From an optimization exercise on the open Yosys and OpenROAD flow, aimed at small area and a short achievable clock period; shortcuts taken in it are not production practice.
Only simulation tests tie the RTL to the original design; equivalence was not proved.
Power figures rest on the tool's default switching activity, not on a simulated workload.

**design/flow/run.sh**
```bash
#!/bin/bash
# synth_recipe.tcl (not shown) runs the flow's synth.tcl, then flattens the netlist and writes it again
# the make line also repeats each setting of config.mk as NAME=value (left out here)
make -C /OpenROAD-flow-scripts/flow DESIGN_CONFIG=/design/flow/config.mk WORK_HOME=/design/flow/orfs CLKGATE_MAP_FILE= SYNTH_SCRIPT=/design/flow/synth_recipe.tcl finish
```
**design/flow/config.mk**
```make
export PLATFORM = sky130hd
export DESIGN_NAME = trail_core
export DESIGN_NICKNAME = trail_core
export VERILOG_FILES = /design/flow/design.v
export SDC_FILE = /design/flow/constraint.sdc
export NUM_CORES = 4
export LEC_CHECK = 0
export ABC_AREA = 1
export CAP_MARGIN = 50
export CORE_MARGIN = 2
export CORE_UTILIZATION = 70
export CTS_CLUSTER_DIAMETER = 120
export CTS_CLUSTER_SIZE = 25
export SLEW_MARGIN = 70
```
**design/flow/constraint.sdc**
```tcl
create_clock -name core_clock -period 220.0 [get_ports {clk}]
set_input_delay 44.0000 -clock core_clock [delete_from_list [all_inputs] [get_ports {clk}]]
set_output_delay 44.0000 -clock core_clock [all_outputs]
set_load 0.01 [all_outputs]
```
**design/flow/design.v**
```verilog
module trail_core (
    input  wire        clk,
    input  wire        rst,
    input  wire [7:0]  cfg_filt_n,
    input  wire [1:0]  cfg_decode,    
    input  wire        cfg_invert,
    input  wire [4:0]  cfg_pint,      
    input  wire [23:0] cfg_still,     
    input  wire        enc_a,
    input  wire        enc_b,
    input  wire        preset,        
    input  wire [55:0] preset_val,
    output wire [63:0] pos,
    output wire [31:0] spd,
    output wire [1:0]  spd_state,     
    output wire        speed_valid,
    output wire        dir,           
    output wire        illegal,       
    output wire [15:0] illegal_cnt
);
    localparam [1:0] ST_STILL    = 2'd0;
    localparam [1:0] ST_STARTING = 2'd1;
    localparam [1:0] ST_RUNNING  = 2'd2;
    localparam [1:0] ST_REVERSED = 2'd3;
    localparam [1:0] OP_HOLD  = 2'd0;
    localparam [1:0] OP_ZERO  = 2'd1;
    localparam [1:0] OP_MEAS  = 2'd2;
    localparam [1:0] OP_DECAY = 2'd3;
    localparam [23:0] DT_MAX = 24'hffffff;
    integer h, i, j;
    reg [7:0] nm1;        
    reg [1:0] dec;
    reg       inv;
    reg [4:0] pint;
    always @(posedge clk) begin
        nm1  <= (cfg_filt_n < 8'd2) ? 8'd1 : cfg_filt_n - 8'd1;
        dec  <= cfg_decode;
        inv  <= cfg_invert;
        pint <= (cfg_pint == 5'd0) ? 5'd1 : (cfg_pint > 5'd16) ? 5'd16 : cfg_pint;
    end
    wire [23:0] still_n = (cfg_still == 24'd0) ? 24'd1 : cfg_still;
    reg       fa, fb;
    reg [7:0] ca, cb;
    wire rdy_a = (ca >= nm1);
    wire rdy_b = (cb >= nm1);
    wire da = enc_a ^ fa;
    wire db = enc_b ^ fb;
    wire ea = da & rdy_a;
    wire eb = db & rdy_b;
    always @(posedge clk) begin
        if (rst) begin
            fa <= 1'b0;
            fb <= 1'b0;
            ca <= 8'd0;
            cb <= 8'd0;
        end else begin
            ca <= (da && !rdy_a) ? ca + 8'd1 : 8'd0;
            cb <= (db && !rdy_b) ? cb + 8'd1 : 8'd0;
            if (ea) fa <= enc_a;
            if (eb) fb <= enc_b;
        end
    end
    wire ok_a  = !dec[1] || !fa;          
    wire ok_b  = (dec == 2'd0);
    wire dir_a = (fa ^ fb) ^ inv;
    wire dir_b = !(fa ^ fb) ^ inv;
    wire is_ill = ea && eb;
    wire cev    = (ea && !eb && ok_a) || (eb && !ea && ok_b);
    wire ev_dir = ea ? dir_a : dir_b;
    reg  [23:0] dt;
    wire        dt_sat = (dt == DT_MAX);
    wire [23:0] dt_inc;
    trail_add #(.W(24)) u_dt (.a(dt), .b(24'd0), .ci(1'b1), .y(dt_inc));
    wire [23:0] s_next = dt_sat ? DT_MAX : dt_inc;
    wire        dt_rst = preset || cev;
    always @(posedge clk) begin
        if (rst)         dt <= 24'd0;
        else if (dt_rst) dt <= 24'd0;
        else             dt <= s_next;
    end
    reg [31:0] now;
    reg [31:0] hist [0:15];
    reg        hpend;
    wire [31:0] now_inc;
    trail_add #(.W(32)) u_now (.a(now), .b(32'd0), .ci(1'b1), .y(now_inc));
    reg [4:0]  nint;
    reg [1:0]  state;
    reg        sdir_ok, sdir;
    reg [23:0] last_int;
    reg [23:0] idle_rem;          
    wire [4:0] nint_next = (nint == 5'd16) ? 5'd16 : nint + 5'd1;
    wire [4:0] k         = (nint_next < pint) ? nint_next : pint;
    wire [3:0]  kidx     = k[3:0] - 4'd1;
    wire [3:0]  hidx     = kidx - {3'd0, hpend};
    wire [31:0] hsel     = (hpend && kidx == 4'd0) ? now : hist[hidx];
    wire [31:0] span;
    trail_add #(.W(32)) u_span (.a(now_inc), .b(~hsel), .ci(1'b1), .y(span));
    wire same    = (ev_dir == sdir);
    wire st_new  = (state == ST_STILL) || (state == ST_STARTING && !sdir_ok);
    wire e_meas  = !st_new && same;
    wire e_hold  = (state == ST_STARTING && !sdir_ok) || (state == ST_REVERSED && !same);
    wire timeout = (state != ST_STILL) && (idle_rem <= 24'd1);
    wire decay   = (s_next > last_int);
    wire [23:0] idle_dec;
    trail_add #(.W(24)) u_idle (.a(idle_rem), .b(~24'd0), .ci(1'b0), .y(idle_dec));
    reg [1:0] op;
    always @(*) begin
        if (is_ill)       op = OP_ZERO;
        else if (cev)     op = e_meas ? OP_MEAS : e_hold ? OP_HOLD : OP_ZERO;
        else if (timeout) op = OP_ZERO;
        else if (decay)   op = OP_DECAY;
        else              op = OP_HOLD;
    end
    always @(posedge clk) begin
        if (rst) now <= 32'd0;
        else     now <= now_inc;
        if (rst) hpend <= 1'b0;
        else     hpend <= cev;
        if (hpend) begin
            for (h = 15; h > 0; h = h - 1)
                hist[h] <= hist[h-1];
            hist[0] <= now;
        end
    end
    always @(posedge clk) begin
        if (rst) begin
            state    <= ST_STILL;
            sdir_ok  <= 1'b0;
            sdir     <= 1'b0;
            nint     <= 5'd0;
            last_int <= 24'd0;
            idle_rem <= still_n;
        end else if (is_ill) begin
            state    <= ST_STARTING;
            sdir_ok  <= 1'b0;
            idle_rem <= still_n;
        end else if (cev) begin
            state    <= st_new ? ST_STARTING : same ? ST_RUNNING : ST_REVERSED;
            sdir_ok  <= 1'b1;
            sdir     <= ev_dir;
            nint     <= e_meas ? nint_next : 5'd0;
            last_int <= s_next;
            idle_rem <= still_n;
        end else begin
            if (idle_rem != 24'd0) idle_rem <= idle_dec;
            if (timeout) state <= ST_STILL;
        end
    end
    reg [1:0]  a_op;
    reg        a_sgn;
    reg [31:0] a_d;
    reg [3:0]  a_k;               
    always @(posedge clk) begin
        if (rst) a_op <= OP_HOLD;
        else     a_op <= op;
        a_sgn <= ev_dir;
        a_d   <= cev ? span : {8'd0, s_next};
        a_k   <= cev ? k[3:0] - 4'd1 : 4'd0;
    end
    wire [24:0] a_nh   = (a_k == 4'd0) ? 25'd1953125 :
                      (a_k == 4'd1) ? 25'd3906250 :
                      (a_k == 4'd2) ? 25'd5859375 :
                      (a_k == 4'd3) ? 25'd7812500 :
                      (a_k == 4'd4) ? 25'd9765625 :
                      (a_k == 4'd5) ? 25'd11718750 :
                      (a_k == 4'd6) ? 25'd13671875 :
                      (a_k == 4'd7) ? 25'd15625000 :
                      (a_k == 4'd8) ? 25'd17578125 :
                      (a_k == 4'd9) ? 25'd19531250 :
                      (a_k == 4'd10) ? 25'd21484375 :
                      (a_k == 4'd11) ? 25'd23437500 :
                      (a_k == 4'd12) ? 25'd25390625 :
                      (a_k == 4'd13) ? 25'd27343750 :
                      (a_k == 4'd14) ? 25'd29296875 :
                      25'd31250000;
    wire [5:0]  a_slim = (a_k == 4'd0) ? 6'd3 :
                      (a_k == 4'd1) ? 6'd7 :
                      (a_k == 4'd2) ? 6'd11 :
                      (a_k == 4'd3) ? 6'd14 :
                      (a_k == 4'd4) ? 6'd18 :
                      (a_k == 4'd5) ? 6'd22 :
                      (a_k == 4'd6) ? 6'd26 :
                      (a_k == 4'd7) ? 6'd29 :
                      (a_k == 4'd8) ? 6'd33 :
                      (a_k == 4'd9) ? 6'd37 :
                      (a_k == 4'd10) ? 6'd40 :
                      (a_k == 4'd11) ? 6'd44 :
                      (a_k == 4'd12) ? 6'd48 :
                      (a_k == 4'd13) ? 6'd52 :
                      (a_k == 4'd14) ? 6'd55 :
                      6'd59;
    wire a_sat = (a_d[31:6] == 26'd0) && (a_d[5:0] <= a_slim);
    wire [36:0] rr [0:31];        
    wire [30:0] qq;
    reg [1:0]  b_op;
    reg        b_sgn, b_sat;
    reg [31:0] b_d;
    reg [36:12] b_r;
    reg [30:17] b_q;
    reg [1:0]  c_op;
    reg        c_sgn, c_sat;
    reg [31:0] c_d;
    reg [36:7] c_r;
    reg [30:7] c_q;
    assign rr[31] = {a_nh, 12'd0};
    genvar gi;
    generate
        for (gi = 30; gi >= 0; gi = gi - 1) begin : row
            localparam integer W = (gi <= 4) ? 33 : 37 - gi;
            wire [36:0] rin = (gi == 16) ? {b_r, 12'd0} :
                              (gi == 6)  ? {c_r, 7'd0}  : rr[gi + 1];
            wire [31:0] dv  = (gi >= 17) ? a_d : (gi >= 7) ? b_d : c_d;
            wire [W-1:0] dw;
            wire         hz;
            if (W == 33) begin : wide
                assign dw = {1'b0, dv};
                assign hz = 1'b1;
            end else if (W == 32) begin : full
                assign dw = dv;
                assign hz = 1'b1;
            end else begin : narrow
                assign dw = dv[W-1:0];
                assign hz = ~|dv[31:W];
            end
            wire [W-1:0] y;
            wire         nb;
            trail_divrow #(.W(W)) u (.x(rin[gi +: W]), .d(dw), .nb(nb), .y(y));
            wire take = hz & nb;
            assign qq[gi] = take;
            if (gi + W < 37) begin : hi
                assign rr[gi][36:gi + W] = rin[36:gi + W];
            end
            assign rr[gi][gi + W - 1:gi] = take ? y : rin[gi + W - 1:gi];
            if (gi > 0) begin : lo
                assign rr[gi][gi - 1:0] = rin[gi - 1:0];
            end
        end
    endgenerate
    always @(posedge clk) begin
        if (rst) b_op <= OP_HOLD;
        else     b_op <= a_op;
        b_sgn <= a_sgn;
        b_sat <= a_sat;
        b_d   <= a_d;
        b_r   <= rr[17][36:12];
        b_q   <= qq[30:17];
    end
    always @(posedge clk) begin
        if (rst) c_op <= OP_HOLD;
        else     c_op <= b_op;
        c_sgn <= b_sgn;
        c_sat <= b_sat;
        c_d   <= b_d;
        c_r   <= rr[7][36:7];
        c_q   <= {b_q, qq[16:7]};
    end
    wire [1:0]  q_op  = c_op;
    wire        q_sgn = c_sgn;
    wire [30:0] q_q   = c_sat ? 31'h7fffffff : {c_q, qq[6:0]};
    reg        x_s;
    reg [30:0] x_m;
    reg        x_ch;              
    reg        xs_n;
    reg [30:0] xm_n;
    always @(*) begin
        xs_n = x_s;
        xm_n = x_m;
        case (q_op)
            OP_ZERO:  begin xs_n = 1'b0;  xm_n = 31'd0; end
            OP_MEAS:  begin xs_n = !q_sgn; xm_n = q_q;  end
            OP_DECAY: if (q_q < x_m) xm_n = q_q;
            default: ;
        endcase
    end
    reg [31:0] spd_r;
    wire [31:0] spd_neg;
    trail_add #(.W(32)) u_neg (.a(32'd0), .b({1'b1, ~x_m}), .ci(1'b1), .y(spd_neg));
    always @(posedge clk) begin
        if (rst) begin
            x_s   <= 1'b0;
            x_m   <= 31'd0;
            x_ch  <= 1'b0;
            spd_r <= 32'd0;
        end else begin
            x_s   <= xs_n;
            x_m   <= xm_n;
            x_ch  <= (xm_n != x_m);
            spd_r <= x_s ? spd_neg : {1'b0, x_m};
        end
    end
    reg [1:0] state_d [0:3];
    always @(posedge clk) begin
        if (rst) begin
            for (h = 0; h < 4; h = h + 1)
                state_d[h] <= ST_STILL;
        end else begin
            state_d[0] <= state;
            for (h = 1; h < 4; h = h + 1)
                state_d[h] <= state_d[h-1];
        end
    end
    reg [33:0] pacc;
    reg        psat;
    wire [30:0] a = x_m;
    reg [33:0] px, py;
    reg        psat_in;
    always @(*) begin
        psat_in = 1'b0;
        px = 34'd0;
        py = 34'd0;
        if (!x_ch) begin
            psat_in = psat;
            px = pacc;
            py = dt_sat ? 34'd0 : {3'd0, a};
        end else begin
            case (dt)
                24'd0: begin px = 34'd0;          py = {3'd0, a}; end
                24'd1: begin px = {2'd0, a, 1'b0}; py = 34'd0;     end
                24'd2: begin px = {2'd0, a, 1'b0}; py = {3'd0, a}; end
                24'd3: begin px = {1'd0, a, 2'b0}; py = 34'd0;     end
                default: psat_in = (a != 31'd0);
            endcase
        end
    end
    wire [33:0] psum = px + py;
    wire [29:0] pd = psum[33:4];
    wire        p255;
    trail_krow #(.W(30), .K(30'd498046875)) u_p255 (.x(pd), .nb(p255), .y());
    wire [29:0] pk [0:8];
    wire [7:0]  pq;
    assign pk[8] = pd;
    genvar gj;
    generate
        for (gj = 7; gj >= 0; gj = gj - 1) begin : prow
            wire [21:0] y;
            wire        nb;
            trail_krow #(.W(22), .K(22'd1953125)) u (.x(pk[gj+1][gj +: 22]), .nb(nb), .y(y));
            assign pq[gj] = nb;
            if (gj + 22 < 30) begin : hi
                assign pk[gj][29:gj + 22] = pk[gj+1][29:gj + 22];
            end
            assign pk[gj][gj + 21:gj] = nb ? y : pk[gj+1][gj + 21:gj];
            if (gj > 0) begin : lo
                assign pk[gj][gj - 1:0] = pk[gj+1][gj - 1:0];
            end
        end
    endgenerate
    wire       psat_n = psat_in || p255;
    wire [7:0] trav_n = psat_n ? 8'd255 : pq;
    always @(posedge clk) begin
        if (rst || dt_rst) begin
            pacc <= 34'd0;
            psat <= 1'b0;
        end else begin
            pacc <= psum;
            psat <= psat_n;
        end
    end
    reg [55:0] pos_hi;
    reg [7:0]  pos_lo;
    reg        pf;
    reg        pdir;
    wire       valid_n = !state_d[2][0];
    wire       tr_nz   = valid_n && (trav_n != 8'd0);
    wire       pf_n    = !pdir && tr_nz;
    wire [55:0] ph_inc, ph_dec;
    trail_add #(.W(56)) u_phi (.a(pos_hi), .b(56'd0),  .ci(1'b1), .y(ph_inc));
    trail_add #(.W(56)) u_phd (.a(pos_hi), .b(~56'd0), .ci(1'b0), .y(ph_dec));
    wire up_ok   = pdir || pf;
    wire ph_up   = cev ? (ev_dir && up_ok)   : (pf && !pf_n);
    wire ph_dn   = cev ? (!ev_dir && !up_ok) : (!pf && pf_n);
    always @(posedge clk) begin
        if (rst)         pos_hi <= 56'd0;
        else if (preset) pos_hi <= preset_val;
        else if (ph_up)  pos_hi <= ph_inc;
        else if (ph_dn)  pos_hi <= ph_dec;
    end
    always @(posedge clk) begin
        if (rst) begin
            pos_lo <= 8'd0;
            pf     <= 1'b0;
            pdir   <= 1'b1;
        end else if (preset) begin
            pos_lo <= 8'd0;
            pf     <= 1'b0;
        end else if (cev) begin
            pdir   <= ev_dir;
            pos_lo <= 8'd0;
            pf     <= 1'b0;
        end else begin
            pf     <= pf_n;
            pos_lo <= !tr_nz ? 8'd0 : pdir ? trav_n : -trav_n;
        end
    end
    reg        ill_q;
    reg [15:0] ill_cnt;
    wire [15:0] ill_inc;
    trail_add #(.W(16)) u_ill (.a(ill_cnt), .b(16'd0), .ci(1'b1), .y(ill_inc));
    always @(posedge clk) begin
        if (rst) begin
            ill_q   <= 1'b0;
            ill_cnt <= 16'd0;
        end else begin
            ill_q <= is_ill;
            if (is_ill)
                ill_cnt <= ill_inc;
        end
    end
    assign pos         = {pos_hi, pos_lo};
    assign spd         = spd_r;
    assign spd_state   = state_d[3];
    assign speed_valid = !state_d[3][0];
    assign dir         = pdir;
    assign illegal     = ill_q;
    assign illegal_cnt = ill_cnt;
endmodule
module trail_divrow #(
    parameter integer W = 33
) (
    input  wire [W-1:0] x,
    input  wire [W-1:0] d,
    output wire         nb,
    output wire [W-1:0] y
);
    wire [W-1:0] g = ~x & d;
    wire [W-1:0] p = ~(x ^ d);
    wire [W:0]   b;
    assign b[0] = 1'b0;
    genvar j;
    generate
        for (j = 0; j < W; j = j + 2) begin : step
            assign b[j+1] = g[j] | (p[j] & b[j]);
            if (j + 1 < W) begin : pair
                assign b[j+2] = g[j+1] | (p[j+1] & g[j]) | (p[j+1] & p[j] & b[j]);
            end
        end
    endgenerate
    assign y  = x ^ d ^ b[W-1:0];
    assign nb = ~b[W];
endmodule
module trail_add #(
    parameter integer W = 32
) (
    input  wire [W-1:0] a,
    input  wire [W-1:0] b,
    input  wire         ci,
    output wire [W-1:0] y
);
    wire [W:0] c;
    assign c[0] = ci;
    genvar j;
    generate
        for (j = 0; j < W; j = j + 1) begin : bt
            assign y[j]   = a[j] ^ b[j] ^ c[j];
            assign c[j+1] = (a[j] & b[j]) | (c[j] & (a[j] ^ b[j]));
        end
    endgenerate
endmodule
module trail_krow #(
    parameter integer W = 22,
    parameter [W-1:0] K = 0
) (
    input  wire [W-1:0] x,
    output wire         nb,
    output wire [W-1:0] y
);
    wire [W:0] b;
    assign b[0] = 1'b0;
    genvar j;
    generate
        for (j = 0; j < W; j = j + 1) begin : bt
            if (K[j]) begin : one
                assign y[j]   = ~(x[j] ^ b[j]);
                assign b[j+1] = ~x[j] | b[j];
            end else begin : zero
                assign y[j]   = x[j] ^ b[j];
                assign b[j+1] = ~x[j] & b[j];
            end
        end
    endgenerate
    assign nb = ~b[W];
endmodule
```
==> results by group, run 1 <==
GRT
  – Largest net degree at the start of global routing: 73
  – First-pass GRT wire length: 322800 microns
  – Initial antenna violation count: 10
  – Vias in the first global route: 63918
  – GRT overflow: 0
  – GRT Total Usage: 33.92%

Timing
  – Max Slew Vio Count: 0
  – Setup violators final: 0
  – Fmax: 21.20 MHz
  – Fin crit share: 21.44%
  – Max transition margin: 68.79%
  – Worst slew pin tran: 468.2 ps
  – RSZ-0062 raised after global routing: no
  – Setup ws final: 172820 ps
  – Setup TNS: 0 ps
  – Clock Skew: 79.49 ps
  – Final min period: 47180 ps
  – Final hold violation count: 0

Floorplan
  – Die area: 116900 sq um
  – Floorplan Core Area: 112800 sq um
  – Die H: 341.9 microns
  – Row count: 123
  – Initial Utilization: 70.84%
  – Die W: 341.9 microns
  – I/O pins: 218

Pwr
  – Sw frac: 45.52%
  – PD cells: 10.05 nW/um^2
  – Comb power frac: 61.6%
  – P_leak: 40.30 nW
  – Total power: 861.7 uW
  – Clk pwr share: 12.8%
  – Worst vdd ir: 0.02073 mV
  – P_sw: 392.3 uW
  – Register share of total power: 25.6%
  – Power Internal: 469.4 uW

Clock network
  – Clock sinks: 1055
  – CTS tree: done
  – Post-CTS setup buffer count: 0
  – Post_cts resized: 0
  – Num CTS Buffers: 50
  – CTS root buffer: clkbuf_16
  – CTS H-tree depth: 2
  – Clock insertion delay at the later pin of the skew report: 750 ps
  – Clock-pin slew on the worst setup and hold paths: 110 ps
  – Cts hold-fix bufs: 0
  – Clock Path Buffers: 3

Logic synthesis
  – Cell taking the most area after synthesis: edfxtp_1
  – Ys async rst share: 0%
  – Top-count cell post-synth: nand2_1
  – Post-Syn Area: 79910 sq um
  – Post-synth top area share: 20.14%
  – Synth top area cells: edfxtp_1 20%, ha_1 17%, dfxtp_1 13%, nand2_1 10%, fa_1 8.9%
  – Predominant post-synthesis flop cell: edfxtp_1
  – Synthesized flop and latch total: 1055
  – Post-synth EDFFs: 536
  – Synth unique cells: 82
  – Sequential-to-total area share from yosys stat: 33.14%
  – Syn_area_per_cell: 8.755 sq um
  – Post-synth top cells: 2145 x nand2_1, 1107 x ha_1, 885 x inv_1
  – Gate Count Post-Synth: 9128
  – Synthesis Warnings: 5
  – Syn_nets: 10690

Final layout
  – Area growth, synth to finish: 7.268%
  – Core utilization of the finished layout: 75.99%
  – Fraction of layout instances using a drive strength above 1: 5.362%
  – Fin nets: 10759
  – Fin area: 85720 sq um

Detailed routing
  – 1st-pass router iterations: 8
  – Drt drc: 0
  – Routed Antenna Nets: 0
  – DRT Wirelength: 200000 microns
  – WL/cell: 18.62 microns
  – 1st-iter DRT viols: 4972
  – Vias: 64658
  – DR vias/cell: 6.021

Placement
  – Routability cong.: 0.9316
  – Port Buf Inserts: 217
  – Post-DP HPWL: 152600 microns
  – Placed Area: 83900 sq um
  – Pre-CTS setup slack: 172190 ps

Worst hold path
  – HP Class: reg -> reg

Flow run
  – Max_cap viols: 0

Setup path
  – Worst Path Required: 220590 ps
  – Startpoint Class: input port
  – Worst-path maximum fanout: 61
  – Crit. End Element: flop
  – Arr. time, crit path: 47760 ps
  – Kind of critical path: in -> reg

Status
  – Status: timing/DRC/antenna clean
-- stage by stage --
stage	instances	hold slack, ps
5_1_grt	10738	337.7
3_3_place_gp	10618	309.7
2_1_floorplan	9128	309.6
3_5_place_dp	10640	312.1
6_report	10739	334.9
4_1_cts	10727	335.5
-- final timing paths --
path,from,end,slack [ps],cells after the start
min reg2reg,b_q[17],c_q[17],330,0
max,enc_b,pos_hi[29],172820,14
min,b_q[17],c_q[17],330,0
max reg2reg,x_ch,pos_hi[29],181940,271
-- worst max-delay path: stages --
cell and delay (ps):
clkdlybuf4s50_1 490, xor2_1 190, nand2_1 170, or4_1 620, nand2_8 270, clkinv_2 350
nor2_1 280, a211oi_1 90, nor2_1 290, nand2_8 290, inv_8 390, nor2_1 90
o21ai_1 90, a21oi_1 70
-- kinds of logic after synthesis --
group	count (synthesis)	synth area share, %
AO/OA/AOI/OAI	1636	12.19
buffers and inverters	1247	6.484
AND/OR/NAND/NOR	3323	17.42
multiplexers	62	0.7766
flip-flops	1055	33.14
XOR/XNOR	344	3.789
adder cells (fa/ha/maj)	1461	26.20
-- power by group through the flow --
stage | sequential (mW) | clock [mW] | combinational (mW)
after floorplan | 0.225 | 0 | 0.413
after global placement | 0.225 | 0 | 0.493
after detailed placement | 0.225 | 0 | 0.528
after CTS | 0.221 | 0.112 | 0.531
after global routing | 0.222 | 0.118 | 0.614
final | 0.221 | 0.111 | 0.531
-- state kept, by name, summed over array words and instances (netlist names), 25 cells and up --
name / flops
b_r: 25
c_d: 32
spd_r: 32
x_m: 31
pos_hi: 56
c_r: 30
hist: 512
b_d: 32
pacc: 34
a_d: 32
now: 32
-- cell usage in the layout (no fill, tap or decap), types with 17 or more instances in the layout --
cell type        Yosys  final
nand2_1           2145   2131
ha_1              1107   1107
inv_1              885    872
edfxtp_1           536    536
a21oi_1            521    518
dfxtp_1            519    473
nor2_1             462    426
o21ai_0            580    415
nand3_1            399    396
fa_1               354    354
clkdlybuf4s50_1      0    215
xnor2_1            194    192
o21ai_1             23    185
xor2_1             148    143
a31oi_1             83     83
a221oi_1            77     77
nand4_1             75     75
a22o_1              74     74
buf_4                7     71
nand2_2             63     69
mux2i_1             62     61
nor3_1              54     52
o211ai_1            51     51
clkbuf_16            0     50
a21o_1              43     43
dfxtp_2              0     42
a211oi_1            40     36
o221ai_1            33     33
o22ai_1             31     31
nand3_2             29     28
clkbuf_1           218     28
clkinv_1            33     23
nor4_1              30     22
nor2_2               1     22
inv_2               10     17
buf_6               15     17
-- layer usage --
metal	track usage (%)	up-vias	wire [microns]
met5	0	-	26
met4	15.84	4	9971
met3	3.934	577	11800
met2	59.99	2131	99800
met1	41.37	30736	78400
li1	-	31210	-
-- area by class of cell --
cell class	instances	area (sq um)
multi-input cells	6826	48840
fillers	8183	27090
inverters	930	3541
clock inverters	9	195.2
repair buffers	334	3346
diodes	7	17.52
flip-flops and latches	1055	26550
well taps	1500	1877
clock buffers	78	1356
==> run 2, diff against run 1 <==
--- a/design/flow/design.v
+++ b/design/flow/design.v
@@ -67,16 +67,17 @@
     wire is_ill = ea && eb;
     wire cev    = (ea && !eb && ok_a) || (eb && !ea && ok_b);
     wire ev_dir = ea ? dir_a : dir_b;
-    reg  [23:0] dt;
+    reg  [23:0] dt_n;
+    reg         dt_z;
+    wire [23:0] dt     = dt_z ? 24'd0 : dt_n;
     wire        dt_sat = (dt == DT_MAX);
     wire [23:0] dt_inc;
     trail_add #(.W(24)) u_dt (.a(dt), .b(24'd0), .ci(1'b1), .y(dt_inc));
     wire [23:0] s_next = dt_sat ? DT_MAX : dt_inc;
     wire        dt_rst = preset || cev;
     always @(posedge clk) begin
-        if (rst)         dt <= 24'd0;
-        else if (dt_rst) dt <= 24'd0;
-        else             dt <= s_next;
+        dt_z <= rst || dt_rst;
+        dt_n <= s_next;
     end
     reg [31:0] now;
     reg [31:0] hist [0:15];
@@ -309,8 +310,8 @@
         px = 34'd0;
         py = 34'd0;
         if (!x_ch) begin
-            psat_in = psat;
-            px = pacc;
+            psat_in = psat && !dt_z;
+            px = dt_z ? 34'd0 : pacc;
             py = dt_sat ? 34'd0 : {3'd0, a};
         end else begin
             case (dt)
@@ -348,13 +349,8 @@
     wire       psat_n = psat_in || p255;
     wire [7:0] trav_n = psat_n ? 8'd255 : pq;
     always @(posedge clk) begin
-        if (rst || dt_rst) begin
-            pacc <= 34'd0;
-            psat <= 1'b0;
-        end else begin
-            pacc <= psum;
-            psat <= psat_n;
-        end
+        pacc <= psum;
+        psat <= psat_n;
     end
     reg [55:0] pos_hi;
     reg [7:0]  pos_lo;
--- a/design/flow/config.mk
+++ b/design/flow/config.mk
@@ -6,9 +6,9 @@
 export NUM_CORES = 4
 export LEC_CHECK = 0
 export ABC_AREA = 1
-export CAP_MARGIN = 50
+export CAP_MARGIN = 20
 export CORE_MARGIN = 2
 export CORE_UTILIZATION = 70
 export CTS_CLUSTER_DIAMETER = 120
 export CTS_CLUSTER_SIZE = 25
-export SLEW_MARGIN = 70
+export SLEW_MARGIN = 20
==> results by group, run 2 <==
Detailed routing
  – Vias: 64886 (+0.35%)
  – DR vias/cell: 6.016 (about the same)
  – Drt drc: 0 (unchanged)
  – DRT Wirelength: 202500 microns (+1.3%)
  – 1st-iter DRT viols: 5144 (+3.5%)
  – 1st-pass router iterations: 7 (-1)
  – WL/cell: 18.78 microns (+0.83%)
  – Routed Antenna Nets: 0 (unchanged)

Setup path
  – CP peak stage delay: 810 ps (+190 ps)
  – Startpoint Class: input port
  – Worst-path maximum fanout: 94 (+54%)
  – Worst Path Required: 220580 ps (about the same)
  – WP buf/inv: 6 (+3)
  – Worst Setup SP: enc_a
  – Crit. End Element: flop
  – Worst-path cell chain: clkdlybuf4s50_1 -> xor2_1 -> nand2_1 -> nor2_1 -> inv_1 -> nand3_1 -> buf_4 -> nor2_1 -> nand2_1 -> nand2_2 -> inv_2 -> buf_4 -> nand2_4 -> clkinv_2 -> nor2_1 -> o21ai_0 -> a21oi_1
  – Largest delay share family, worst path: buffers and inverters
  – CP max-delay cell: clkinv_2
  – Worst r2r src: dt_z
  – Kind of critical path: in -> reg
  – CP dominant cell by count: nor2_1
  – Arr. time, crit path: 48750 ps (+990 ps)

Logic synthesis
  – Post-synth top cells: 2153 x nand2_1, 1107 x ha_1, 928 x inv_1
  – Sequential-to-total area share from yosys stat: 33.14% (about the same)
  – Syn_area_per_cell: 8.701 sq um (-0.62%)
  – Post-synth top area share: 20.12% (about the same)
  – Cell taking the most area after synthesis: edfxtp_1
  – Synthesis Warnings: 5 (unchanged)
  – Predominant post-synthesis flop cell: edfxtp_1
  – Ys async rst share: 0% (unchanged)
  – Synthesized flop and latch total: 1056 (+0.095%)
  – Post-Syn Area: 79980 sq um (about the same)
  – Post-synth EDFFs: 536 (unchanged)
  – Synth top area cells: edfxtp_1 20%, ha_1 17%, dfxtp_1 13%, nand2_1 10%, fa_1 8.9%
  – Syn_nets: 10754 (+0.60%)
  – Synth unique cells: 73 (-11%)
  – Top-count cell post-synth: nand2_1
  – Gate Count Post-Synth: 9192 (+0.70%)

Clock network
  – Num CTS Buffers: 52 (+4.0%)
  – CTS tree: done
  – CTS H-tree depth: 2 (unchanged)
  – Cts hold-fix bufs: 0 (unchanged)
  – Post-CTS setup buffer count: 0 (unchanged)
  – Clock Path Buffers: 3 (unchanged)
  – Clock-pin slew on the worst setup and hold paths: 110 ps (about the same)
  – Clock insertion delay at the later pin of the skew report: 740 ps (about the same)
  – Clock sinks: 1056 (+0.095%)
  – CTS root buffer: clkbuf_16
  – Post_cts resized: 0 (unchanged)

Pwr
  – P_leak: 39.92 nW (-0.95%)
  – Comb power frac: 56.7% (-4.9 points)
  – Sw frac: 44.04% (-1.5 points)
  – Clk pwr share: 14.9% (+2.1 points)
  – PD cells: 9.175 nW/um^2 (-8.7%)
  – Worst vdd ir: 0.01345 mV (-35%)
  – Power Internal: 435.2 uW (-7.3%)
  – Total power: 777.9 uW (-9.7%)
  – P_sw: 342.6 uW (-13%)
  – Register share of total power: 28.4% (+2.8 points)

Final layout
  – Max reg flops: 512 (unchanged)
  – Fin nets: 10797 (+0.35%)
  – Commonest non-fill, non-tap cell in the layout: nand2_1
  – Commonest cells after routing, fill and taps aside: 2151 x nand2_1, 1107 x ha_1, 926 x inv_1, 630 x o21ai_0, 536 x edfxtp_1
  – Core utilization of the finished layout: 74.45% (-1.5 points)
  – Fraction of layout instances using a drive strength above 1: 3.214% (-2.1 points)
  – Top flop regs: hist x512, pos_hi x56, pacc x34
  – Fill count: 8497 (+3.8%)
  – Largest reg by FF count: hist
  – Area growth, synth to finish: 6.009%

GRT
  – GRT Total Usage: 34.28% (+0.36 points)
  – Gr busiest metal: met2
  – Vias in the first global route: 62917 (-1.6%)
  – GR Util met1: 45.94% (+4.6 points)
  – Largest net degree at the start of global routing: 95 (+30%)
  – Initial antenna violation count: 6 (-4)
  – GR Layer Usage met2: 57.78% (-2.2 points)
  – GRT met3 Usage: 3.601% (-0.33 points)
  – First-pass GRT wire length: 325600 microns (+0.87%)
  – GRT overflow: 0 (unchanged)

Timing
  – Fmax: 20.76 MHz (-2.1%)
  – Final min period: 48180 ps (+1001 ps)
  – Worst slew pin tran: 1049 ps (+580.8 ps)
  – Fin crit share: 21.90% (+0.45 points)
  – Setup ws final: 171820 ps (-1001 ps)
  – Final hold slack: 320.7 ps (-14.16 ps)
  – Setup violators final: 0 (unchanged)
  – Setup TNS: 0 ps (unchanged)
  – RSZ-0062 raised after global routing: no
  – Max Slew Vio Count: 0 (unchanged)
  – Max transition margin: 29.42% (-39 points)
  – Clock Skew: 71.88 ps (-7.602 ps)
  – Final hold violation count: 0 (unchanged)

Floorplan
  – Floorplan Core Area: 113900 sq um (+0.95%)
  – Die W: 342.0 microns (about the same)
  – Die H: 342.0 microns (about the same)
  – Row count: 124 (+0.81%)
  – Die area: 117000 sq um (about the same)
  – Initial Utilization: 70.23% (-0.61 points)
  – I/O pins: 218 (unchanged)

Worst hold path
  – Min-delay src: b_q[24]
  – HP Class: reg -> reg

Status
  – Status: timing/DRC/antenna clean

Placement
  – Routability cong.: 0.9035 (-3.0%)
  – Port Buf Inserts: 217 (unchanged)
  – Pre-CTS setup slack: 170550 ps (-1633 ps)
  – Post-DP HPWL: 149700 microns (-1.9%)

Flow run
  – Max_cap viols: 0 (unchanged)
## run 2: per-layer routing
layer	vias up	share of wire, %	routed length [microns]
met5	-	0.012	25
met3	412	6.6	13350
li1	31285	-	-
met1	31037	42	85290
met2	2148	47	96170
met4	4	3.8	7681
## run 2: cells by family after synthesis
logic type	share of synthesized area, %
adder cells (fa/ha/maj)	26.18
buffers and inverters	6.754
flip-flops	33.14
AO/OA/AOI/OAI	12.27
AND/OR/NAND/NOR	17.09
multiplexers	0.7760
XOR/XNOR	3.787
## run 2: worst paths after layout
path | cells past startpoint | slack (ps) | endpoint
hold / removal | 0 | 320 | c_q[24]
setup / recovery | 17 | 171820 | pos_hi[55]
setup reg to reg | 276 | 177580 | pos_hi[44]
hold reg to reg | 0 | 320 | c_q[24]
## run 2: worst register-to-register path: cells and delay by family (launching register included)
kind / cells / cell delay (ps)
buffers and inverters: 93 / 7280
AO/OA/AOI/OAI: 16 / 3910
XOR/XNOR: 6 / 1600
adder cells (fa/ha/maj): 142 / 24930
flip-flops: 1 / 330
AND/OR/NAND/NOR: 19 / 4230
## run 2: final cells by class
| cell class | count | area, sq um | area share, % |
|---|---|---|---|
| clock buffer | 77 | 1395 | 1.645 |
| clock inverter | 14 | 257.7 | 0.3040 |
| multi-input combinational | 6842 | 48210 | 56.86 |
| antenna | 2 | 5.005 | 0.005903 |
| tap | 1512 | 1892 | 2.231 |
| inverter | 976 | 3672 | 4.331 |
| timing repair buffer | 307 | 2840 | 3.350 |
| sequential | 1056 | 26520 | 31.28 |
## run 2: stage by stage
stage / instance area, sq um / cells
2_1_floorplan: 79980 / 9192
3_5_place_dp: 83110 / 10693
4_1_cts: 84760 / 10784
3_3_place_gp: 83110 / 10693
6_report: 84780 / 10786
5_1_grt: 84780 / 10786
## run 2: power groups by stage
stage	registers, mW	clock network, mW	logic [mW]
2_1_floorplan	0.224	0	0.345
3_5_place_dp	0.226	0	0.437
4_1_cts	0.221	0.117	0.440
6_report	0.221	0.116	0.441
5_1_grt	0.222	0.123	0.508
3_3_place_gp	0.225	0	0.412
==> run 3, diff against run 2 <==
--- a/design/flow/config.mk
+++ b/design/flow/config.mk
@@ -6,9 +6,9 @@
 export NUM_CORES = 4
 export LEC_CHECK = 0
 export ABC_AREA = 1
-export CAP_MARGIN = 20
+export CAP_MARGIN = 50
 export CORE_MARGIN = 2
 export CORE_UTILIZATION = 70
 export CTS_CLUSTER_DIAMETER = 120
 export CTS_CLUSTER_SIZE = 25
-export SLEW_MARGIN = 20
+export SLEW_MARGIN = 70
==> results by group, run 3 <==
Clock network
  – Post_cts resized: 0 (unchanged)
  – Post-CTS setup buffer count: 0 (unchanged)
  – Num CTS Buffers: 52 (unchanged)
  – Clock-pin slew on the worst setup and hold paths: 100 ps (about the same)
  – Clock sinks: 1056 (unchanged)
  – CTS tree: done
  – Cts hold-fix bufs: 0 (unchanged)
  – CTS root buffer: clkbuf_16
  – CTS H-tree depth: 2 (unchanged)
  – Clock Path Buffers: 3 (unchanged)
  – Clock insertion delay at the later pin of the skew report: 740 ps (about the same)

Placement
  – Post-DP HPWL: 151900 microns (+1.5%)
  – Routability cong.: 0.9035 (unchanged)
  – Port Buf Inserts: 217 (unchanged)

Final layout
  – Commonest cells after routing, fill and taps aside: 2143 x nand2_1, 1107 x ha_1, 912 x inv_1, 536 x edfxtp_1, 523 x a21oi_1
  – Top flop regs: hist x512, pos_hi x56, pacc x34
  – Largest reg by FF count: hist
  – Multi-input gate area: 48610 sq um (+0.84%)
  – Flip-flop and latch area: 26610 sq um (+0.34%)
  – Fin nets: 10840 (+0.40%)
  – Commonest non-fill, non-tap cell in the layout: nand2_1
  – Max reg flops: 512 (unchanged)
  – Fraction of layout instances using a drive strength above 1: 4.894% (+1.7 points)
  – Fill count: 8256 (-2.8%)
  – Area growth, synth to finish: 7.688%

Setup path
  – Crit. End Element: flop
  – Arr. time, crit path: 47700 ps (-1050 ps)
  – Worst-path maximum fanout: 57 (-39%)
  – Reg2reg setup slack: 179450 ps (+1870 ps)
  – Worst Path Required: 220630 ps (+50 ps)
  – Kind of critical path: in -> reg
  – Startpoint Class: input port

Timing
  – Setup TNS: 0 ps (unchanged)
  – Max Slew Vio Count: 0 (unchanged)
  – RSZ-0062 raised after global routing: no
  – Final min period: 47070 ps (-1105 ps)
  – Fmax: 21.24 MHz (+2.3%)
  – Fin crit share: 21.40% (-0.50 points)
  – Worst slew pin tran: 480.0 ps (-568.9 ps)
  – Final hold slack: 332.9 ps (+12.13 ps)
  – Max transition margin: 67.78% (+38 points)
  – Clock Skew: 62.72 ps (-9.165 ps)
  – Final hold violation count: 0 (unchanged)
  – Setup violators final: 0 (unchanged)

Floorplan
  – Die H: 342.0 microns (unchanged)
  – Initial Utilization: 70.23% (unchanged)
  – Floorplan Core Area: 113900 sq um (unchanged)
  – Row count: 124 (unchanged)
  – Die area: 117000 sq um (unchanged)
  – I/O pins: 218 (unchanged)
  – Die W: 342.0 microns (unchanged)

Logic synthesis
  – Synth top area cells: edfxtp_1 20%, ha_1 17%, dfxtp_1 13%, nand2_1 10%, fa_1 8.9%
  – Syn_area_per_cell: 8.701 sq um (unchanged)
  – Sequential-to-total area share from yosys stat: 33.14% (unchanged)
  – Post-synth top cells: 2153 x nand2_1, 1107 x ha_1, 928 x inv_1
  – Synth unique cells: 73 (unchanged)
  – Ys async rst share: 0% (unchanged)
  – Cell taking the most area after synthesis: edfxtp_1
  – Synthesized flop and latch total: 1056 (unchanged)
  – Predominant post-synthesis flop cell: edfxtp_1
  – Synthesis Warnings: 5 (unchanged)
  – Post-Syn Area: 79980 sq um (unchanged)
  – Gate Count Post-Synth: 9192 (unchanged)
  – Post-synth EDFFs: 536 (unchanged)
  – Top-count cell post-synth: nand2_1
  – Syn_nets: 10754 (unchanged)
  – Post-synth top area share: 20.12% (unchanged)

Flow run
  – Max_cap viols: 0 (unchanged)

GRT
  – Largest net degree at the start of global routing: 66 (-31%)
  – First-pass GRT wire length: 326500 microns (+0.27%)
  – Vias in the first global route: 63322 (+0.64%)
  – Initial antenna violation count: 7 (+1)
  – GRT overflow: 0 (unchanged)
  – GRT Total Usage: 34.33% (+0.041 points)

Pwr
  – PD cells: 9.088 nW/um^2 (-0.95%)
  – Worst vdd ir: 0.01404 mV (+4.4%)
  – P_leak: 40.40 nW (+1.2%)

Detailed routing
  – WL/cell: 18.79 microns (about the same)
  – DR vias/cell: 6.013 (about the same)
  – Routed Antenna Nets: 0 (unchanged)
  – Drt drc: 0 (unchanged)
  – 1st-pass router iterations: 6 (-1)
  – DRT Wirelength: 203600 microns (+0.51%)
  – 1st-iter DRT viols: 5180 (+0.70%)
  – Vias: 65128 (+0.37%)

Worst hold path
  – HP Class: reg -> reg

Status
  – Status: timing/DRC/antenna clean
[run 3: kinds of logic (layout without fill, tap and decap cells)]
group                      count (synthesis)  count (layout)  share of synthesized area (%)
and+or+nand+nor                         3303            3303                          17.09
AOI/OAI and AO/OA                       1671            1671                          12.27
adders and majority gates               1461            1461                          26.18
buffers and inverters                   1294            1419                          6.754
DFF                                     1056            1056                          33.14
xor gates and xnor gates                 345             345                          3.787
muxes                                     62              62                         0.7760
other                                      0               3                              0
[run 3: final cells by class]
class                           count  area share [%]
Sequential cell                  1056           30.89
Timing Repair Buffer              350           4.259
Antenna cell                        3        0.008716
Tap cell                         1512           2.197
Clock buffer                       78           1.624
Inverter                          976           4.303
Multi-Input combinational cell   6842           56.44
Clock inverter                     15          0.2760
[run 3: report_power, final]
part | switching [mW] | internal, mW | total, mW | leakage [nW]
logic | 0.271 | 0.176 | 0.448 | 30.5
registers | 0.00597 | 0.215 | 0.221 | 9.15
clock network | 0.0679 | 0.0463 | 0.114 | 0.770
[run 3: metal layers]
metal | vias to the layer above | GRT usage [%] | routed length, microns
li1 | 31411 | - | -
met1 | 31096 | 45.67 | 84930
met2 | 2188 | 57.66 | 96720
met3 | 431 | 3.856 | 14050
met4 | 2 | 13.35 | 7858
met5 | - | 0 | 13
[run 3: worst paths after layout]
check | from | endpoint | cells after the start
hold reg to reg | b_sat | c_sat | 0
hold / removal | b_sat | c_sat | 0
setup / recovery | enc_a | pos_hi[34] | 17
setup reg to reg | dt_z | pos_hi[34] | 278
[run 3: critical path, stage by stage]
cell	delay, ps
clkdlybuf4s50_1	490
xor2_1	220
nand2_1	150
nor2_2	280
inv_1	150
nand3_1	90
buf_4	360
nor2_1	150
nand2_1	100
nand2_2	210
inv_2	120
buf_8	270
nand2_8	260
inv_8	270
buf_12	230
a21oi_1	80
a21oi_1	160
[run 3: metrics by stage]
step                utilization [%]  power, mW  area (sq um)  cells  worst slack, ps
detailed placement            73.91     0.6665         84170  10728           172170
finish                        75.63     0.7827         86130  10832           172930
global route                  75.63     0.8583         86130  10832           172630
global placement              72.98     0.6371         83110  10693           170670
CTS                           75.35     0.7800         85810  10821           172910
floorplan                         -     0.5694         79980   9192           173570
==> run 4, diff against run 3 <==
--- a/design/flow/config.mk
+++ b/design/flow/config.mk
@@ -6,9 +6,9 @@
 export NUM_CORES = 4
 export LEC_CHECK = 0
 export ABC_AREA = 1
-export CAP_MARGIN = 50
+export CAP_MARGIN = 40
 export CORE_MARGIN = 2
 export CORE_UTILIZATION = 70
 export CTS_CLUSTER_DIAMETER = 120
 export CTS_CLUSTER_SIZE = 25
-export SLEW_MARGIN = 70
+export SLEW_MARGIN = 60
==> results by group, run 4 <==
Status
  – Status: timing/DRC/antenna clean

Floorplan
  – Die area: 117000 sq um (unchanged)
  – Row count: 124 (unchanged)
  – Floorplan Core Area: 113900 sq um (unchanged)
  – Die W: 342.0 microns (unchanged)
  – Initial Utilization: 70.23% (unchanged)
  – I/O pins: 218 (unchanged)
  – Die H: 342.0 microns (unchanged)

Detailed routing
  – WL/cell: 18.77 microns (-0.13%)
  – DR vias/cell: 6.015 (about the same)
  – 1st-iter DRT viols: 5194 (+0.27%)
  – 1st-pass router iterations: 6 (unchanged)
  – Drt drc: 0 (unchanged)
  – DRT Wirelength: 202700 microns (-0.44%)
  – Routed Antenna Nets: 0 (unchanged)
  – Vias: 64954 (-0.27%)

Logic synthesis
  – Top-count cell post-synth: nand2_1
  – Post-synth EDFFs: 536 (unchanged)
  – Cell taking the most area after synthesis: edfxtp_1
  – Gate Count Post-Synth: 9192 (unchanged)
  – Syn_nets: 10754 (unchanged)
  – Synth top area cells: edfxtp_1 20%, ha_1 17%, dfxtp_1 13%, nand2_1 10%, fa_1 8.9%
  – Ys async rst share: 0% (unchanged)
  – Post-Syn Area: 79980 sq um (unchanged)
  – Synthesis Warnings: 5 (unchanged)
  – Synth unique cells: 73 (unchanged)
  – Sequential-to-total area share from yosys stat: 33.14% (unchanged)
  – Syn_area_per_cell: 8.701 sq um (unchanged)
  – Predominant post-synthesis flop cell: edfxtp_1
  – Post-synth top area share: 20.12% (unchanged)
  – Post-synth top cells: 2153 x nand2_1, 1107 x ha_1, 928 x inv_1
  – Synthesized flop and latch total: 1056 (unchanged)

Setup path
  – Kind of critical path: in -> reg
  – Crit. End Element: flop
  – Arr. time, crit path: 47760 ps (+60 ps)
  – Worst Path Required: 220600 ps (-30 ps)
  – Startpoint Class: input port
  – Worst-path maximum fanout: 57 (unchanged)

GRT
  – Gr busiest metal: met2
  – GRT met3 Usage: 3.262% (-0.59 points)
  – GR Util met1: 46.30% (+0.62 points)
  – GRT overflow: 0 (unchanged)
  – First-pass GRT wire length: 325000 microns (-0.44%)
  – Vias in the first global route: 62719 (-0.95%)
  – GR Layer Usage met2: 57.14% (-0.53 points)
  – Initial antenna violation count: 4 (-3)
  – GRT Total Usage: 34.20% (-0.12 points)
  – Largest net degree at the start of global routing: 95 (+44%)

Final layout
  – Area growth, synth to finish: 6.652%
  – Largest reg by FF count: hist
  – Fill count: 8440 (+2.2%)
  – Top flop regs: hist x512, pos_hi x56, pacc x34
  – Commonest cells after routing, fill and taps aside: 2146 x nand2_1, 1107 x ha_1, 919 x inv_1, 605 x o21ai_0, 536 x edfxtp_1
  – Fin cells: 10798 (-0.31%)
  – Max reg flops: 512 (unchanged)
  – Commonest non-fill, non-tap cell in the layout: nand2_1
  – Core utilization of the finished layout: 74.90% (-0.73 points)
  – Fraction of layout instances using a drive strength above 1: 3.974% (-0.92 points)
  – Fin nets: 10809 (-0.29%)

Timing
  – Max Slew Vio Count: 0 (unchanged)
  – Setup ws final: 172840 ps (-89.00 ps)
  – Setup violators final: 0 (unchanged)
  – Worst slew pin tran: 642.4 ps (+162.4 ps)
  – Final min period: 47160 ps (+89.00 ps)
  – Final hold violation count: 0 (unchanged)
  – Fmax: 21.20 MHz (-0.19%)
  – RSZ-0062 raised after global routing: no
  – Clock Skew: 72.54 ps (+9.823 ps)
  – Max transition margin: 57.17% (-11 points)
  – Fin crit share: 21.44% (+0.040 points)
  – Setup TNS: 0 ps (unchanged)

Pwr
  – Total power: 778.0 uW (-0.60%)
  – Worst vdd ir: 0.01436 mV (+2.3%)
  – P_leak: 40.09 nW (-0.79%)
  – PD cells: 9.121 nW/um^2 (+0.36%)

Clock network
  – CTS H-tree depth: 2 (unchanged)
  – Clock Path Buffers: 3 (unchanged)
  – CTS tree: done
  – Post_cts resized: 0 (unchanged)
  – Num CTS Buffers: 52 (unchanged)
  – Post-CTS setup buffer count: 0 (unchanged)
  – Cts hold-fix bufs: 0 (unchanged)
  – Clock-pin slew on the worst setup and hold paths: 110 ps (about the same)
  – CTS root buffer: clkbuf_16
  – Clock insertion delay at the later pin of the skew report: 740 ps (about the same)
  – Clock sinks: 1056 (unchanged)

Worst hold path
  – HP Class: reg -> reg

Placement
  – Dpl cells: 10701 (-0.25%)
  – Post-DP HPWL: 150800 microns (-0.74%)
  – Port Buf Inserts: 217 (unchanged)
  – Routability cong.: 0.9035 (unchanged)
  – Pre-CTS setup slack: 171870 ps (-303.0 ps)

Flow run
  – Max_cap viols: 0 (unchanged)
-- run 4: cell counts after synthesis --
Identical to the previous run, type by type.
-- run 4: logic make-up after synthesis --
logic type / after synthesis / share of synthesized area (%)
compound gates: 1671 / 12.27
xor+xnor: 345 / 3.787
fa+ha+maj: 1461 / 26.18
buf+inv: 1294 / 6.754
flops: 1056 / 33.14
mux: 62 / 0.7760
simple gates: 3303 / 17.09
-- run 4: stage by stage --
step / instance area (sq um) / hold WS [ps]
after CTS: 85150 / 327.5
after global routing: 85300 / 329.2
final: 85300 / 319.1
after global placement: 83110 / 310.7
after detailed placement: 83510 / 314.7
after floorplan: 79980 / 309.6
-- run 4: worst max-delay path: stages --
cell,delay (ps)
clkdlybuf4s50_1,490
xor2_1,230
nand2_1,140
nor2_1,380
inv_1,170
nand3_1,100
buf_4,350
nor2_1,160
nand2_1,100
nand2_2,220
inv_2,130
buf_8,250
nand2_8,260
inv_6,460
nor2_1,60
o21ai_0,80
a21oi_1,80
-- run 4: per-layer routing --
layer	vias to the layer above	part of all wire, %
met5	-	0.0049
met4	2	4.1
met3	443	6.9
met2	2215	47
met1	30977	42
li1	31317	-
-- run 4: layout make-up --
cell class              count  area (sq um)  share of cell area (%)
diodes                      1         2.502                0.002934
clock buffers              80          1416                   1.660
clock inverters            12         226.5                  0.2655
inverters                 976          3684                   4.318
multi-input cells        6842         48380                   56.72
flip-flops and latches   1056         26560                   31.14
well taps                1512          1892                   2.218
repair buffers            319          3133                   3.673
-- run 4: path summary, 6_finish.rpt --
check	startpoint	endpoint	slack, ps	cells after the start
min reg2reg	b_q[24]	c_q[24]	320	0
min	b_q[24]	c_q[24]	320	0
max reg2reg	dt_z	pos_hi[13]	179450	276
max	enc_a	pos_hi[55]	172840	17
-- run 4: where the power goes --
| part | internal [mW] | switching [mW] |
|---|---|---|
| Clock | 0.0468 | 0.0678 |
| Combinational | 0.174 | 0.269 |
| Sequential | 0.215 | 0.00624 |
| Total | 0.435 | 0.343 |
==> run 5, diff against run 4 <==
--- a/design/flow/config.mk
+++ b/design/flow/config.mk
@@ -6,9 +6,9 @@
 export NUM_CORES = 4
 export LEC_CHECK = 0
 export ABC_AREA = 1
-export CAP_MARGIN = 40
+export CAP_MARGIN = 30
 export CORE_MARGIN = 2
 export CORE_UTILIZATION = 70
 export CTS_CLUSTER_DIAMETER = 120
 export CTS_CLUSTER_SIZE = 25
-export SLEW_MARGIN = 60
+export SLEW_MARGIN = 50
==> results by group, run 5 <==
Detailed routing
  – Routed Antenna Nets: 0 (unchanged)
  – Drt drc: 0 (unchanged)
  – 1st-iter DRT viols: 4901 (-5.6%)
  – DRT Wirelength: 201900 microns (-0.40%)
  – Vias: 64863 (-0.14%)
  – DR vias/cell: 6.012 (about the same)
  – 1st-pass router iterations: 6 (unchanged)
  – WL/cell: 18.71 microns (-0.32%)

Logic synthesis
  – Syn_nets: 10754 (unchanged)
  – Synthesized flop and latch total: 1056 (unchanged)
  – Synth unique cells: 73 (unchanged)
  – Top-count cell post-synth: nand2_1
  – Synthesis Warnings: 5 (unchanged)
  – Syn_area_per_cell: 8.701 sq um (unchanged)
  – Post-synth EDFFs: 536 (unchanged)
  – Gate Count Post-Synth: 9192 (unchanged)
  – Ys async rst share: 0% (unchanged)
  – Synth top area cells: edfxtp_1 20%, ha_1 17%, dfxtp_1 13%, nand2_1 10%, fa_1 8.9%
  – Post-synth top cells: 2153 x nand2_1, 1107 x ha_1, 928 x inv_1
  – Sequential-to-total area share from yosys stat: 33.14% (unchanged)
  – Post-synth top area share: 20.12% (unchanged)
  – Cell taking the most area after synthesis: edfxtp_1
  – Post-Syn Area: 79980 sq um (unchanged)
  – Predominant post-synthesis flop cell: edfxtp_1

Timing
  – Clock Skew: 60.71 ps (-11.83 ps)
  – Fmax: 20.89 MHz (-1.5%)
  – Max transition margin: 50.65% (-6.5 points)
  – Final hold violation count: 0 (unchanged)
  – Fin crit share: 21.76% (+0.32 points)
  – Setup TNS: 0 ps (unchanged)
  – Max Slew Vio Count: 0 (unchanged)
  – Final min period: 47870 ps (+707.0 ps)
  – RSZ-0062 raised after global routing: no
  – Final hold slack: 328.4 ps (+9.301 ps)
  – Worst slew pin tran: 732.5 ps (+90.08 ps)
  – Setup violators final: 0 (unchanged)

Clock network
  – Clock Path Buffers: 3 (unchanged)
  – Post-CTS setup buffer count: 0 (unchanged)
  – Num CTS Buffers: 52 (unchanged)
  – Clock sinks: 1056 (unchanged)
  – CTS root buffer: clkbuf_16
  – Cts hold-fix bufs: 0 (unchanged)
  – CTS tree: done
  – Post_cts resized: 0 (unchanged)
  – Clock insertion delay at the later pin of the skew report: 720 ps (-20 ps)
  – Clock-pin slew on the worst setup and hold paths: 110 ps (about the same)
  – CTS H-tree depth: 2 (unchanged)

Final layout
  – Core utilization of the finished layout: 74.63% (-0.27 points)
  – Commonest cells after routing, fill and taps aside: 2148 x nand2_1, 1107 x ha_1, 922 x inv_1, 627 x o21ai_0, 536 x edfxtp_1
  – Fraction of layout instances using a drive strength above 1: 3.612% (-0.36 points)
  – Max reg flops: 512 (unchanged)
  – Largest reg by FF count: hist
  – Area growth, synth to finish: 6.267%
  – Top flop regs: hist x512, pos_hi x56, pacc x34
  – Commonest non-fill, non-tap cell in the layout: nand2_1
  – Fin area: 84990 sq um (-0.36%)
  – Fin nets: 10799 (-0.093%)

GRT
  – GRT overflow: 0 (unchanged)
  – Vias in the first global route: 62530 (-0.30%)
  – First-pass GRT wire length: 324700 microns (-0.11%)
  – Largest net degree at the start of global routing: 95 (unchanged)
  – Initial antenna violation count: 6 (+2)
  – GRT Total Usage: 34.11% (-0.091 points)

Pwr
  – Total power: 776.4 uW (-0.22%)
  – P_leak: 39.97 nW (-0.29%)
  – PD cells: 9.135 nW/um^2 (+0.15%)
  – Worst vdd ir: 0.01386 mV (-3.5%)

Setup path
  – Startpoint Class: input port
  – Arr. time, crit path: 48440 ps (+680 ps)
  – Kind of critical path: in -> reg
  – Worst Path Required: 220570 ps (-30 ps)
  – Crit. End Element: flop
  – Worst-path maximum fanout: 94 (+65%)

Floorplan
  – Die area: 117000 sq um (unchanged)
  – Die W: 342.0 microns (unchanged)
  – Die H: 342.0 microns (unchanged)
  – Row count: 124 (unchanged)
  – I/O pins: 218 (unchanged)
  – Floorplan Core Area: 113900 sq um (unchanged)
  – Initial Utilization: 70.23% (unchanged)

Worst hold path
  – HP Class: reg -> reg

Placement
  – Post-DP HPWL: 150100 microns (-0.47%)
  – Port Buf Inserts: 217 (unchanged)
  – Placed Area: 83270 sq um (-0.28%)
  – Routability cong.: 0.9035 (unchanged)

Flow run
  – Max_cap viols: 0 (unchanged)

Status
  – Status: timing/DRC/antenna clean
run 5: cell counts after synthesis:
Identical to the previous run, type by type.
run 5: cells by family (layout without fill, tap and decap cells):
logic type                 count (synthesis)  after routing  synth area share (%)
xor gates and xnor gates                 345            345                 3.787
other                                      0              3                     0
AOI/OAI and AO/OA                       1671           1671                 12.27
buffers and inverters                   1294           1376                 6.754
DFF                                     1056           1056                 33.14
muxes                                     62             62                0.7760
and+or+nand+nor                         3303           3303                 17.09
adders and majority gates               1461           1461                 26.18
run 5: metal layers:
| metal | global-route usage, % | part of all wire [%] | vias to the layer above |
|---|---|---|---|
| li1 | - | - | 31313 |
| met1 | 46.08 | 42 | 31025 |
| met2 | 57.11 | 47 | 2093 |
| met3 | 3.373 | 6.4 | 430 |
| met4 | 12.73 | 3.9 | 2 |
| met5 | 0 | 0.0064 | - |
run 5: worst max-delay path: stages:
cell and delay (ps):
clkdlybuf4s50_1 500, xor2_1 230, nand2_1 150, nor2_1 370, inv_1 180, nand3_1 100, buf_4 330, nor2_1 140
nand2_1 100, nand2_2 230, inv_2 110, clkbuf_8 500, nand2_4 500, inv_4 660, nor2_1 70, o21ai_0 100
a21oi_1 90
run 5: worst paths after layout:
path / start / end / slack [ps] / cells past startpoint
setup / recovery: enc_a / pos_hi[55] / 172130 / 17
hold / removal: b_q[20] / c_q[20] / 330 / 0
setup reg to reg: dt_z / pos_hi[55] / 178430 / 275
hold reg to reg: b_q[20] / c_q[20] / 330 / 0
run 5: area by class of cell:
type / instances / area [sq um]
diodes: 3 / 7.507
flip-flops and latches: 1056 / 26540
clock buffers: 78 / 1409
clock inverters: 13 / 229.0
fillers: 8423 / 28890
repair buffers: 309 / 2925
well taps: 1512 / 1892
inverters: 976 / 3680
multi-input cells: 6842 / 48310
run 5: per-stage QoR:
stage | instances | setup slack [ps]
after global placement | 10693 | 170670
after CTS | 10786 | 172270
after floorplan | 9192 | 173570
final | 10789 | 172130
after global routing | 10789 | 171750
after detailed placement | 10695 | 171530
run 5: where the power goes:
part / switching, mW / total [mW] / internal, mW / leakage [nW]
sequential: 0.00619 / 0.221 / 0.215 / 9.13
clock: 0.0680 / 0.115 / 0.0466 / 0.776
combinational: 0.268 / 0.441 / 0.173 / 30.1
total: 0.342 / 0.776 / 0.434 / 40.0

[static timing again, ports no longer ideal]
The results above use ideal ports. As a check the final layouts listed here were re-extracted and re-timed, cells and wires unchanged. Step 1 assumes that a clkbuf_16 drives the clock port and a buf_2 every other input. Step 2 times the ports against the registers' clock, not the clock port: input delays grow and output delays shrink by t, the midpoint of the rising clock arrivals with the driver on. a / b / c = ideal ports / drivers / drivers and shift; a / b = the first two.
run	shift t [ns]	setup WS [ns]	pins driven straight from the clock port
run 1	0.781	172.824 / 172.862 / 172.081	1
run 2	0.792	171.823 / 171.871 / 171.079	1
run 3	0.792	172.928 / 172.979 / 172.187	1
run 4	0.781	172.839 / 172.889 / 172.108	1
run 5	0.774	172.132 / 172.182 / 171.409	1
After both steps setup and hold are still met in every run listed. For run 2, which loses most, drivers alone change the setup slack by +0.048 ns; drivers and shift together by -0.744 ns.
